Context: an optimization exercise on an open-source flow, tuned for small area, a short achievable clock period and few clock cycles per item. The choices shown serve that exercise and are no tape-out recipe. Only simulation tests tie the RTL to the original design; equivalence was not proved. Power and IR drop assume default switching activity.

==> trial 93: inputs <==
// enc_scaler
module enc_scaler (
    input  wire        clk,
    input  wire        rst,
    input  wire        enc_a,
    input  wire        enc_b,
    input  wire [15:0] min_edge,
    input  wire        cnt_load,
    input  wire [31:0] cnt_load_count,
    input  wire [31:0] cnt_load_ext,
    input  wire        fault_load,
    input  wire [31:0] fault_load_val,
    input  wire        status_clr,
    output wire        filt_a,
    output wire        filt_b,
    output reg  [31:0] count,
    output reg  [31:0] count_ext,
    output reg         wrap_flag,
    output reg  [31:0] fault_count,
    output reg         fault_sat,
    input  wire        req_valid,
    output wire        req_ready,
    input  wire        req_set,
    input  wire [63:0] req_value,
    input  wire [31:0] pos_num,
    input  wire [30:0] pos_den,
    output wire        resp_valid,
    output wire [63:0] resp_pos
);
    wire acc_a, rej_a, acc_b, rej_b;
    enc_filter u_fa (
  ...
make LEC_CHECK=0 CAP_MARGIN=20 CORE_MARGIN=2 CORE_UTILIZATION=40 PLACE_DENSITY=0.6 SETUP_SLACK_MARGIN=5 SLEW_MARGIN=20 finish   # period 10.0 ns
run.sh (not shown) runs the stock make flow with config.mk's settings and CLKGATE_MAP_FILE= SYNTH_SCRIPT=/design/flow/synth_recipe.tcl, a recipe that flattens the netlist after the stock synthesis.
==> inputs of build 7, as changes to trial 93 <==
--- a/flow/design.v
+++ b/flow/design.v
@@ -72,14 +72,15 @@
     reg [1:0]  mstate;
     reg [1:0]  dst0, dst1;
     reg [1:0]  fstate;
     reg        fturn;         
     reg [63:0] offset;
     reg [63:0] QF;            
-    reg        setf, invf;
-    reg        fcin0;         
+    reg [7:1]  tmf;
+    reg        negf, setf, invf;
+    reg        rzf;           
     reg        fcy;           
     reg [2:0]  cntm;          
     reg [3:0]  mcyc;          
     reg [7:1]  tmm;           
     reg        negm;          
     reg        setm;
@@ -87,17 +88,17 @@
     reg [3:0]  s_one, s_two, s_ng;                    
     reg [30:0] denm;
     reg [31:0] NM;            
     reg [31:0] HM;            
     reg [63:0] LM;            
     reg [63:0] valm;          
-    reg  fmove;               
-    reg  xfer;                
-    reg  tgt;                 
+    wire fmove;
     wire free0 = (dst0 == D_IDLE) | ((dst0 == D_DONE) & fmove & ~fturn);
     wire free1 = (dst1 == D_IDLE) | ((dst1 == D_DONE) & fmove & fturn);
+    wire xfer  = (mstate == M_DONE) & (free0 | free1);
+    wire tgt   = ~free0;      
     wire hold_other = tgt ? ((dst0 != D_IDLE) & ~(fmove & ~fturn))
                           : ((dst1 != D_IDLE) & ~(fmove & fturn));
     reg  rdy;                 
     wire m_take = rdy;
     assign req_ready = m_take;
     wire c_sign = count_ext[31] ^ (count[31] & (count_ext[30:0] == 31'd0));
@@ -174,28 +175,24 @@
         .ld_h(HM), .ld_l(LM), .ld_den(denm), .ld_den3(den3m), .ld_m(mcyc),
         .ld_tm(tmm), .ld_neg(negm), .ld_set(setm), .ld_val(valm),
         .div_en(dst1 == D_DIV),
         .last(last1), .vlo(vlo1), .rem(rem1), .tm(tm1), .neg(neg1), .set(set1),
         .val(val1)
     );
+    assign fmove = (fstate == F_IDLE) & (fturn ? (dst1 == D_DONE) : (dst0 == D_DONE));
     assign resp_pos = QF;
     wire        fhi = (fstate == F_HI);
-    wire [31:0] fq   = QF[31:0] ^ {32{invf}};
-    wire        fcin = fhi ? fcy : fcin0;
-    wire [32:0] fsum = {1'b0, offset[31:0]} + {1'b0, fq} + {32'd0, fcin};
-    wire [63:0] mv   = fturn ? vlo1 : vlo0;
-    wire [7:1]  mtm  = fturn ? tm1 : tm0;
-    reg  [63:0] mq;
+    reg  [31:0] qmask;
     integer k;
     always @(*) begin
-        for (k = 0; k < 64; k = k + 1)
-            mq[k] = mv[k] & ((k < 36) ? 1'b1 : mtm[(k - 32) >> 2]);
+        for (k = 0; k < 32; k = k + 1)
+            qmask[k] = (k < 4) ? 1'b1 : (~fhi | tmf[k >> 2]);
     end
-    wire mneg = fturn ? neg1 : neg0;
-    wire mset = fturn ? set1 : set0;
-    wire mrz  = fturn ? (rem1 == 31'd0) : (rem0 == 31'd0);
+    wire [31:0] fq   = (QF[31:0] & qmask) ^ {32{invf}};
+    wire        fcin = fhi ? fcy : (setf ? (~negf | ~rzf) : (negf & rzf));
+    wire [32:0] fsum = {1'b0, offset[31:0]} + {1'b0, fq} + {32'd0, fcin};
     reg [1:0] mstate_n, dst0_n, dst1_n, fstate_n;
     reg       fturn_n;
     always @(*) begin
         mstate_n = mstate;
         dst0_n   = dst0;
         dst1_n   = dst1;
@@ -232,24 +229,20 @@
             fturn_n  = 1'b0;
         end
     end
     wire fmove_n = (fstate_n == F_IDLE) & (fturn_n ? (dst1_n == D_DONE) : (dst0_n == D_DONE));
     wire free0_n = (dst0_n == D_IDLE) | ((dst0_n == D_DONE) & fmove_n & ~fturn_n);
     wire free1_n = (dst1_n == D_IDLE) | ((dst1_n == D_DONE) & fmove_n & fturn_n);
-    wire xfer_n  = (mstate_n == M_DONE) & (free0_n | free1_n);
-    wire take_n  = (mstate_n == M_IDLE) | xfer_n;
+    wire take_n  = (mstate_n == M_IDLE) | ((mstate_n == M_DONE) & (free0_n | free1_n));
     always @(posedge clk) begin
         mstate <= mstate_n;
         dst0   <= dst0_n;
         dst1   <= dst1_n;
         fstate <= fstate_n;
         fturn  <= fturn_n;
         rdy    <= take_n;
-        fmove  <= fmove_n;
-        xfer   <= xfer_n;
-        tgt    <= ~free0_n;
         if (rst) begin
             resp_valid <= 1'b0;
             offset     <= 64'd0;
         end else begin
             resp_valid <= fhi;
             if (fmove) begin
@@ -262,16 +255,18 @@
                     offset <= {offset[31:0], offset[63:32]};
             end
         end
     end
     always @(posedge clk) begin
         if (fstate == F_IDLE) begin
-            QF    <= mq;
-            setf  <= mset;
-            invf  <= mneg ^ mset;
-            fcin0 <= mset ? (~mneg | ~mrz) : (mneg & mrz);
+            QF   <= fturn ? vlo1 : vlo0;
+            rzf  <= fturn ? (rem1 == 31'd0) : (rem0 == 31'd0);
+            tmf  <= fturn ? tm1 : tm0;
+            negf <= fturn ? neg1 : neg0;
+            setf <= fturn ? set1 : set0;
+            invf <= fturn ? (neg1 ^ set1) : (neg0 ^ set0);
         end else begin
             fcy <= fsum[32];
             if (setf)
                 QF <= {offset[31:0], QF[63:32]};
             else
                 QF <= {fsum[31:0], QF[63:32]};
@@ -338,22 +333,20 @@
     wire [30:0] sm16 = sm8 | (sm8 >> 16);
     wire [30:0] ge_p = ~(sm16 >> 1);
     wire [46:0] w16 = {R, V[95:80]};
     wire [38:0] w8  = {R, V[95:88]};
     wire ok16 = (cntd[6:4] != 3'd0) & ~|w16[46:31] & ~|(w16[30:0] & ge_p);
     wire ok8  = (cntd[6:3] != 4'd0) & ~|w8[38:31]  & ~|(w8[30:0]  & ge_p);
-    wire [34:0] w4 = {R, V[95:92]};
-    wire ok4  = (cntd[6:2] != 5'd0) & ~|w4[34:31]  & ~|(w4[30:0]  & ge_p);
     wire [33:0] xw  = {1'b0, R, V[95], V[94]};
     wire [33:0] dA  = xw - {3'b000, den};
     wire [33:0] dB  = xw - {2'b00, den, 1'b0};
     wire [33:0] dC  = xw - {1'b0, den3};
     wire        q1  = ~dB[33];
     wire        q2  = q1 ? ~dC[33] : ~dA[33];
     wire [30:0] r2  = q1 ? (q2 ? dC[30:0] : dB[30:0]) : (q2 ? dA[30:0] : xw[30:0]);
-    wire [6:0] cnt_dec = ok16 ? cntd - 7'd16 : (ok8 ? cntd - 7'd8 : (ok4 ? cntd - 7'd4 : cntd - 7'd2));
+    wire [6:0] cnt_dec = ok16 ? cntd - 7'd16 : (ok8 ? cntd - 7'd8 : cntd - 7'd2);
     assign last = (cnt_dec == 7'd0);
     always @(posedge clk) begin
         if (load) begin
             V    <= {ld_h, ld_l};
             R    <= 31'd0;
             den  <= ld_den;
@@ -367,15 +360,12 @@
             if (ok16) begin
                 R <= w16[30:0];
                 V <= {V[79:0], 16'd0};
             end else if (ok8) begin
                 R <= w8[30:0];
                 V <= {V[87:0], 8'd0};
-            end else if (ok4) begin
-                R <= w4[30:0];
-                V <= {V[91:0], 4'd0};
             end else begin
                 R <= r2;
                 V <= {V[93:0], q1, q2};
             end
             cntd <= cnt_dec;
         end
==> inputs of build 9, as changes to trial 93 <==
--- a/flow/design.v
+++ b/flow/design.v
@@ -72,14 +72,15 @@
     reg [1:0]  mstate;
     reg [1:0]  dst0, dst1;
     reg [1:0]  fstate;
     reg        fturn;         
     reg [63:0] offset;
     reg [63:0] QF;            
-    reg        setf, invf;
-    reg        fcin0;         
+    reg [7:1]  tmf;
+    reg        negf, setf, invf;
+    reg        rzf;           
     reg        fcy;           
     reg [2:0]  cntm;          
     reg [3:0]  mcyc;          
     reg [7:1]  tmm;           
     reg        negm;          
     reg        setm;
@@ -87,21 +88,20 @@
     reg [3:0]  s_one, s_two, s_ng;                    
     reg [30:0] denm;
     reg [31:0] NM;            
     reg [31:0] HM;            
     reg [63:0] LM;            
     reg [63:0] valm;          
-    reg  fmove;               
-    reg  xfer;                
-    reg  tgt;                 
+    wire fmove;
     wire free0 = (dst0 == D_IDLE) | ((dst0 == D_DONE) & fmove & ~fturn);
     wire free1 = (dst1 == D_IDLE) | ((dst1 == D_DONE) & fmove & fturn);
+    wire xfer  = (mstate == M_DONE) & (free0 | free1);
+    wire tgt   = ~free0;      
     wire hold_other = tgt ? ((dst0 != D_IDLE) & ~(fmove & ~fturn))
                           : ((dst1 != D_IDLE) & ~(fmove & fturn));
-    reg  rdy;                 
-    wire m_take = rdy;
+    wire m_take = (mstate == M_IDLE) | xfer;
     assign req_ready = m_take;
     wire c_sign = count_ext[31] ^ (count[31] & (count_ext[30:0] == 31'd0));
     wire c_wrap = (count_ext == 32'h8000_0000) & count[31];
     reg  [7:0]  qnz;
     reg  [3:0]  m_need;
     integer j;
@@ -174,104 +174,82 @@
         .ld_h(HM), .ld_l(LM), .ld_den(denm), .ld_den3(den3m), .ld_m(mcyc),
         .ld_tm(tmm), .ld_neg(negm), .ld_set(setm), .ld_val(valm),
         .div_en(dst1 == D_DIV),
         .last(last1), .vlo(vlo1), .rem(rem1), .tm(tm1), .neg(neg1), .set(set1),
         .val(val1)
     );
+    assign fmove = (fstate == F_IDLE) & (fturn ? (dst1 == D_DONE) : (dst0 == D_DONE));
     assign resp_pos = QF;
     wire        fhi = (fstate == F_HI);
-    wire [31:0] fq   = QF[31:0] ^ {32{invf}};
-    wire        fcin = fhi ? fcy : fcin0;
-    wire [32:0] fsum = {1'b0, offset[31:0]} + {1'b0, fq} + {32'd0, fcin};
-    wire [63:0] mv   = fturn ? vlo1 : vlo0;
-    wire [7:1]  mtm  = fturn ? tm1 : tm0;
-    reg  [63:0] mq;
+    reg  [31:0] qmask;
     integer k;
     always @(*) begin
-        for (k = 0; k < 64; k = k + 1)
-            mq[k] = mv[k] & ((k < 36) ? 1'b1 : mtm[(k - 32) >> 2]);
-    end
-    wire mneg = fturn ? neg1 : neg0;
-    wire mset = fturn ? set1 : set0;
-    wire mrz  = fturn ? (rem1 == 31'd0) : (rem0 == 31'd0);
-    reg [1:0] mstate_n, dst0_n, dst1_n, fstate_n;
-    reg       fturn_n;
-    always @(*) begin
-        mstate_n = mstate;
-        dst0_n   = dst0;
-        dst1_n   = dst1;
-        fstate_n = fstate;
-        fturn_n  = fturn;
-        case (mstate)
-            M_IDLE: if (req_valid) mstate_n = M_MUL;
-            M_MUL:  if (m_last) mstate_n = M_DONE;
-            default: if (xfer) mstate_n = req_valid ? M_MUL : M_IDLE;
-        endcase
-        case (dst0)
-            D_IDLE: if (xfer & ~tgt) dst0_n = D_DIV;
-            D_DIV:  if (last0) dst0_n = D_DONE;
-            default: if (fmove & ~fturn) dst0_n = (xfer & ~tgt) ? D_DIV : D_IDLE;
-        endcase
-        case (dst1)
-            D_IDLE: if (xfer & tgt) dst1_n = D_DIV;
-            D_DIV:  if (last1) dst1_n = D_DONE;
-            default: if (fmove & fturn) dst1_n = (xfer & tgt) ? D_DIV : D_IDLE;
-        endcase
-        if (xfer)
-            fturn_n = hold_other ? ~tgt : tgt;
-        else if (fmove)
-            fturn_n = ~fturn;
-        case (fstate)
-            F_IDLE: if (fmove) fstate_n = F_LO;
-            default: fstate_n = fhi ? F_IDLE : F_HI;
-        endcase
-        if (rst) begin
-            mstate_n = M_IDLE;
-            dst0_n   = D_IDLE;
-            dst1_n   = D_IDLE;
-            fstate_n = F_IDLE;
-            fturn_n  = 1'b0;
-        end
+        for (k = 0; k < 32; k = k + 1)
+            qmask[k] = (k < 4) ? 1'b1 : (~fhi | tmf[k >> 2]);
     end
-    wire fmove_n = (fstate_n == F_IDLE) & (fturn_n ? (dst1_n == D_DONE) : (dst0_n == D_DONE));
-    wire free0_n = (dst0_n == D_IDLE) | ((dst0_n == D_DONE) & fmove_n & ~fturn_n);
-    wire free1_n = (dst1_n == D_IDLE) | ((dst1_n == D_DONE) & fmove_n & fturn_n);
-    wire xfer_n  = (mstate_n == M_DONE) & (free0_n | free1_n);
-    wire take_n  = (mstate_n == M_IDLE) | xfer_n;
+    wire [31:0] fq   = (QF[31:0] & qmask) ^ {32{invf}};
+    wire        fcin = fhi ? fcy : (setf ? (~negf | ~rzf) : (negf & rzf));
+    wire [32:0] fsum = {1'b0, offset[31:0]} + {1'b0, fq} + {32'd0, fcin};
     always @(posedge clk) begin
-        mstate <= mstate_n;
-        dst0   <= dst0_n;
-        dst1   <= dst1_n;
-        fstate <= fstate_n;
-        fturn  <= fturn_n;
-        rdy    <= take_n;
-        fmove  <= fmove_n;
-        xfer   <= xfer_n;
-        tgt    <= ~free0_n;
         if (rst) begin
+            mstate     <= M_IDLE;
+            dst0       <= D_IDLE;
+            dst1       <= D_IDLE;
+            fstate     <= F_IDLE;
+            fturn      <= 1'b0;
             resp_valid <= 1'b0;
             offset     <= 64'd0;
         end else begin
-            resp_valid <= fhi;
-            if (fmove) begin
-                if (fturn ? set1 : set0)
-                    offset <= fturn ? val1 : val0;
-            end else if (fstate != F_IDLE) begin
-                if (setf)
-                    offset <= {fsum[31:0], offset[63:32]};
-                else
-                    offset <= {offset[31:0], offset[63:32]};
-            end
+            resp_valid <= 1'b0;
+            case (mstate)
+                M_IDLE: if (req_valid) mstate <= M_MUL;
+                M_MUL:  if (m_last) mstate <= M_DONE;
+                default: if (xfer) mstate <= req_valid ? M_MUL : M_IDLE;
+            endcase
+            case (dst0)
+                D_IDLE: if (xfer & ~tgt) dst0 <= D_DIV;
+                D_DIV:  if (last0) dst0 <= D_DONE;
+                default: if (fmove & ~fturn) dst0 <= (xfer & ~tgt) ? D_DIV : D_IDLE;
+            endcase
+            case (dst1)
+                D_IDLE: if (xfer & tgt) dst1 <= D_DIV;
+                D_DIV:  if (last1) dst1 <= D_DONE;
+                default: if (fmove & fturn) dst1 <= (xfer & tgt) ? D_DIV : D_IDLE;
+            endcase
+            if (xfer)
+                fturn <= hold_other ? ~tgt : tgt;
+            else if (fmove)
+                fturn <= ~fturn;
+            case (fstate)
+                F_IDLE: begin
+                    if (fmove) begin
+                        fstate <= F_LO;
+                        if (fturn ? set1 : set0)
+                            offset <= fturn ? val1 : val0;
+                    end
+                end
+                default: begin
+                    fstate <= fhi ? F_IDLE : F_HI;
+                    if (fhi)
+                        resp_valid <= 1'b1;
+                    if (setf)
+                        offset <= {fsum[31:0], offset[63:32]};
+                    else
+                        offset <= {offset[31:0], offset[63:32]};
+                end
+            endcase
         end
     end
     always @(posedge clk) begin
         if (fstate == F_IDLE) begin
-            QF    <= mq;
-            setf  <= mset;
-            invf  <= mneg ^ mset;
-            fcin0 <= mset ? (~mneg | ~mrz) : (mneg & mrz);
+            QF   <= fturn ? vlo1 : vlo0;
+            rzf  <= fturn ? (rem1 == 31'd0) : (rem0 == 31'd0);
+            tmf  <= fturn ? tm1 : tm0;
+            negf <= fturn ? neg1 : neg0;
+            setf <= fturn ? set1 : set0;
+            invf <= fturn ? (neg1 ^ set1) : (neg0 ^ set0);
         end else begin
             fcy <= fsum[32];
             if (setf)
                 QF <= {offset[31:0], QF[63:32]};
             else
                 QF <= {fsum[31:0], QF[63:32]};
@@ -338,22 +316,20 @@
     wire [30:0] sm16 = sm8 | (sm8 >> 16);
     wire [30:0] ge_p = ~(sm16 >> 1);
     wire [46:0] w16 = {R, V[95:80]};
     wire [38:0] w8  = {R, V[95:88]};
     wire ok16 = (cntd[6:4] != 3'd0) & ~|w16[46:31] & ~|(w16[30:0] & ge_p);
     wire ok8  = (cntd[6:3] != 4'd0) & ~|w8[38:31]  & ~|(w8[30:0]  & ge_p);
-    wire [34:0] w4 = {R, V[95:92]};
-    wire ok4  = (cntd[6:2] != 5'd0) & ~|w4[34:31]  & ~|(w4[30:0]  & ge_p);
     wire [33:0] xw  = {1'b0, R, V[95], V[94]};
     wire [33:0] dA  = xw - {3'b000, den};
     wire [33:0] dB  = xw - {2'b00, den, 1'b0};
     wire [33:0] dC  = xw - {1'b0, den3};
     wire        q1  = ~dB[33];
     wire        q2  = q1 ? ~dC[33] : ~dA[33];
     wire [30:0] r2  = q1 ? (q2 ? dC[30:0] : dB[30:0]) : (q2 ? dA[30:0] : xw[30:0]);
-    wire [6:0] cnt_dec = ok16 ? cntd - 7'd16 : (ok8 ? cntd - 7'd8 : (ok4 ? cntd - 7'd4 : cntd - 7'd2));
+    wire [6:0] cnt_dec = ok16 ? cntd - 7'd16 : (ok8 ? cntd - 7'd8 : cntd - 7'd2);
     assign last = (cnt_dec == 7'd0);
     always @(posedge clk) begin
         if (load) begin
             V    <= {ld_h, ld_l};
             R    <= 31'd0;
             den  <= ld_den;
@@ -367,15 +343,12 @@
             if (ok16) begin
                 R <= w16[30:0];
                 V <= {V[79:0], 16'd0};
             end else if (ok8) begin
                 R <= w8[30:0];
                 V <= {V[87:0], 8'd0};
-            end else if (ok4) begin
-                R <= w4[30:0];
-                V <= {V[91:0], 4'd0};
             end else begin
                 R <= r2;
                 V <= {V[93:0], q1, q2};
             end
             cntd <= cnt_dec;
         end
==> notes.md <==
Sequential cell count, highest first: build 7, build 9, trial 93. Between build 7 and trial 93, the lower die area is in build 7 (gap 2.8%, measured against trial 93). Total power: build 9 is lower than trial 93 (about 2.8%). Register-to-register slack: build 9 > trial 93 > build 7.
Testbench counts of trial 93, summed over its fixed seeds: cycles 12,057, items 800.
Testbench counts of build 7, summed over its fixed seeds: cycles 12,471, items 800.
Testbench counts of build 9, summed over its fixed seeds: cycles 12,471, items 800.

[static timing again, ports no longer ideal]
How much do the figures lean on ideal ports? The routed layouts below were timed once more, with nothing changed but the port constraints.
Step 1 assumes that a clkbuf_16 drives the clock port and a buf_2 every other input.
Step 2 moves the port delays by t, midway between the first and last clock arrival at a register: inputs arrive t later, outputs are due t later. That takes back most of the time a late clock gives input paths.
a / b / c = no drivers / after step 1 / after step 2; a / b = the first two.
run	t, ns	setup WS [ns]	hold WS [ns]	clock arrival spread, ns
trial 93	0.885	4.853 / 4.853 / 4.853	0.430 / 0.430 / 0.430	0.053 / 0.053
build 7	0.883	4.640 / 4.640 / 4.640	0.436 / 0.436 / 0.436	0.054 / 0.053
build 9	0.858	4.940 / 4.940 / 4.940	0.432 / 0.432 / 0.432	0.073 / 0.074
After both steps every run listed still meets setup and hold.
